Background: an optimization exercise with open tools, aiming at small area, a short achievable clock period and few clock cycles. Do not read the settings as production practice. The RTL was checked by simulation tests, not by an equivalence proof against the original design.

==> inputs of v21 <==
Design d8_blend, start of the top module:
module d8_blend (
    input  wire        clk,
    input  wire        rst,         
    input  wire        in_valid,
    output wire        in_ready,
    input  wire        in_first,    
    input  wire        in_last,     
    input  wire [29:0] in_bg,       
    input  wire        in_lay,      
    input  wire        in_solid,    
    input  wire [2:0]  in_fmt,      
    input  wire [1:0]  in_mode,     
    input  wire [11:0] in_pa,       
    input  wire [31:0] in_pix,      
    output reg         out_valid,
    input  wire        out_ready,
    output reg  [29:0] out_pix      
);
    localparam [1:0] MODE_OPAQUE  = 2'd0;
    localparam [1:0] MODE_PREMULT = 2'd1;
    reg  r1_v;           
    reg  adv;            
    assign in_ready = adv;
    wire [2:0] fmt_in = in_solid ? 3'h6 : in_fmt;    
    wire       opq_in = (in_mode == MODE_OPAQUE);
    wire [4:0] ca_in, cc_in;
    assign ca_in[0] = in_valid && in_lay && (opq_in || fmt_in == 3'h0 || fmt_in == 3'h3 ||
  ...
Settings: LEC_CHECK=0, ABC_AREA=1, CAP_MARGIN=20, CORE_MARGIN=2, CORE_UTILIZATION=55, CTS_CLUSTER_DIAMETER=100, CTS_CLUSTER_SIZE=30, SLEW_MARGIN=20; clock period 25.0 ns.
standard.sh (not shown) runs the stock make flow with config.mk's settings and CLKGATE_MAP_FILE= SYNTH_SCRIPT=/design/flow/synth_recipe.tcl, a recipe that flattens the netlist after the stock synthesis.
==> flow/flow/run.sh <==
#!/bin/bash
# Own layout flow: the standard flow, with the timing repair aiming for a
# tighter setup margin than the design's 25 ns clock asks for, so that the
# achieved period shrinks. Constraints (clock period, I/O delays) unchanged.
export SETUP_SLACK_MARGIN=18.3
bash standard.sh > standard.log 2>&1
==> inputs of v27, as changes to v21 <==
==> flow/flow/run.sh (replaced) <==
#!/bin/bash
# Own layout flow: the standard flow, with the timing repair aiming for a
# tighter setup margin than the design's 25 ns clock asks for, so that the
# achieved period shrinks. Constraints (clock period, I/O delays) unchanged.
export SETUP_SLACK_MARGIN=18.8
bash standard.sh > standard.log 2>&1
Settings changed: CTS_CLUSTER_DIAMETER 100 to unset, CTS_CLUSTER_SIZE 30 to unset.
==> inputs of v31, as changes to v21 <==
--- a/flow/design.v
+++ b/flow/design.v
@@ -1425,17 +1425,16 @@
     wire ka399 = ka392 | (ka393 & ka347);
     wire ka400 = ka394 | (ka395 & ka368);
     wire ka401 = ka396 | (ka397 & ka369);
     wire [11:0] h = {ka322, ka321, ka320, ka319, ka318, ka317, ka316, ka315, ka314, ka313, ka312, ka311};
     wire        c = ka401;
     wire [12:0] s0 = {1'b0, src} + {1'b0, h} + {12'd0, srcc};
     wire [12:0] s1 = {1'b0, src} + {1'b0, h} + {12'd0, srcc} + 13'd1;
-    wire [11:0] y0 = s0[12] ? 12'hFFF : s0[11:0];
-    wire [11:0] y1 = s1[12] ? 12'hFFF : s1[11:0];
-    assign y = c ? y1 : y0;
+    wire [12:0] s  = c ? s1 : s0;
+    assign y = s[12] ? 12'hFFF : s[11:0];
 endmodule
 module d8_expand (
     input  wire [4:0]  ca,
     input  wire [4:0]  cc,
     input  wire [31:0] pix,
     output wire [11:0] a,
     output wire [11:0] r,
@@ -1485,20 +1484,20 @@
     localparam [1:0] MODE_PREMULT = 2'd1;
     reg  r1_v;           
     reg  adv;            
     assign in_ready = adv;
     wire [2:0] fmt_in = in_solid ? 3'h6 : in_fmt;    
     wire       opq_in = (in_mode == MODE_OPAQUE);
     wire [4:0] ca_in, cc_in;
-    assign ca_in[0] = in_valid && in_lay && (opq_in || fmt_in == 3'h0 || fmt_in == 3'h3 ||
+    assign ca_in[0] = in_lay && (opq_in || fmt_in == 3'h0 || fmt_in == 3'h3 ||
                                  fmt_in == 3'h4 || fmt_in == 3'h7);
-    assign ca_in[1] = in_valid && in_lay && !opq_in && fmt_in == 3'h1;
-    assign ca_in[2] = in_valid && in_lay && !opq_in && fmt_in == 3'h6;
-    assign ca_in[3] = in_valid && in_lay && !opq_in && fmt_in == 3'h2;
-    assign ca_in[4] = in_valid && in_lay && !opq_in && fmt_in == 3'h5;
+    assign ca_in[1] = in_lay && !opq_in && fmt_in == 3'h1;
+    assign ca_in[2] = in_lay && !opq_in && fmt_in == 3'h6;
+    assign ca_in[3] = in_lay && !opq_in && fmt_in == 3'h2;
+    assign ca_in[4] = in_lay && !opq_in && fmt_in == 3'h5;
     assign cc_in[0] = fmt_in == 3'h0;
     assign cc_in[1] = fmt_in == 3'h1;
     assign cc_in[2] = fmt_in == 3'h2;
     assign cc_in[3] = fmt_in == 3'h3 || fmt_in == 3'h4 || fmt_in == 3'h5;
     assign cc_in[4] = fmt_in == 3'h6 || fmt_in == 3'h7;
     reg        s0_v, s0_first, s0_last, s0_pm;
     reg [4:0]  s0_ca, s0_cc;
@@ -1512,15 +1511,15 @@
         else if (adv)
             s0_v <= in_valid;
     end
     always @(posedge clk) begin
         if (adv) begin
             s0_first <= in_first;
             s0_last  <= in_last;
-            s0_pm    <= in_valid && in_lay && in_mode == MODE_PREMULT;
+            s0_pm    <= in_lay && in_mode == MODE_PREMULT;
             s0_ca    <= ca_in;
             s0_cc    <= cc_in;
             s0_bg    <= in_bg;
             s0_pa    <= in_pa;
             s0_pa3   <= {2'b00, in_pa} + {1'b0, in_pa, 1'b0};
             s0_pix   <= in_pix;
         end
@@ -1603,15 +1602,15 @@
     d8_keep u_keep_b (.d(dst_b), .m(s2_inv), .m3(s2_inv3), .src(s2_src_b), .srcc(s2_srcc_b), .y(bl_b));
     always @(posedge clk) begin
         if (adv) begin
             if (s1_v && s1_first) begin
                 dst_r <= {s1_bg[29:20], s1_bg[29:28]};
                 dst_g <= {s1_bg[19:10], s1_bg[19:18]};
                 dst_b <= {s1_bg[9:0],   s1_bg[9:8]};
-            end else begin
+            end else if (s2_v) begin
                 dst_r <= bl_r;
                 dst_g <= bl_g;
                 dst_b <= bl_b;
             end
         end
     end
     wire [29:0] res  = {bl_r[11:2], bl_g[11:2], bl_b[11:2]};
==> flow/flow/run.sh (replaced) <==
#!/bin/bash
# Own layout flow: the standard flow, with the timing repair aiming for a
# tighter setup margin than the design's 25 ns clock asks for, so that the
# achieved period shrinks. Constraints (clock period, I/O delays) unchanged.
export SETUP_SLACK_MARGIN=18.4
bash standard.sh > standard.log 2>&1
Settings changed: CTS_CLUSTER_DIAMETER 100 to unset, CTS_CLUSTER_SIZE 30 to unset.
==> qor summary <==
Result of the run: v31 finished clean; v27 finished clean; v21 finished clean
Start point of the worst min-delay path: v31 s0_bg[8]$_DFFE_PP_; v27 s0_bg[29]$_DFFE_PP_; v21 s0_bg[28]$_DFFE_PP_
Hold EP: v31 s1_bg[8]$_DFFE_PP_; v27 s1_bg[29]$_DFFE_PP_; v21 s1_bg[28]$_DFFE_PP_
CP peak stage delay: v31 620 ps; v27 610 ps; v21 590 ps
Multi-In Gates: v31 4232; v27 4131; v21 4128
Count of cell instances traversed by the critical path: v31 1; v27 33; v21 1
Antenna violations before repair: v31 1; v27 2; v21 1
Wire length after detailed routing: v31 148000 um; v27 154000 um; v21 143000 um
Placeable Area: v31 82000 um^2; v27 80200 um^2; v21 80200 um^2
Non-clock buffering overhead in the final layout: v31 4.97%; v27 7.63%; v21 5.29%
Count of antenna diodes in the layout: v31 1; v27 2; v21 0
Worst setup path start: v31 out_pix[12]$_DFFE_PN_; v27 dst_r[6]$_DFFE_PP_; v21 out_pix[8]$_DFFE_PN_
Well-tap cell count: v31 1070; v27 1060; v21 1060
Compound-gate portion of the synthesized area: v31 14.1%; v27 14.9%; v21 14.9%
Post-CTS sizing: v31 150; v27 606; v21 130
Least setup slack across all paths after layout: v31 18430 ps; v27 18570 ps; v21 18300 ps
Testbench counts of v21, summed over its fixed seeds: cycles 74,862.
Testbench counts of v27, summed over its fixed seeds: cycles 74,862.
Testbench counts of v31, summed over its fixed seeds: cycles 74,862.

==> port drivers added, routing unchanged <==
No port has a modelled driver above. Below, the same layouts with a new extraction and two added sets of constraints. Step 1 assumes that a clkbuf_16 drives the clock port and a buf_2 every other input. Step 2 adds t to the input delays and takes it off the output delays; t is the mean of the earliest and latest rising clock arrival at the registers after step 1. Input paths then give back, and output paths get back, about the clock's delay inside the block. Three values: ideal ports, drivers, drivers and shift; two values: the first two.
run | shift t [ns] | setup slack, ns | slew at the worst register clock pin (ns)
v21 | 0.675 | 18.302 / 18.229 / 17.832 | 0.11 / 0.11
v27 | 0.666 | 18.566 / 18.566 / 18.003 | 0.08 / 0.08
v31 | 0.682 | 18.429 / 18.358 / 17.901 | 0.09 / 0.09
After both steps setup and hold are still met in every run listed. For v27, which loses most, drivers alone change the setup slack by 0.000 ns; drivers and shift together by -0.563 ns.
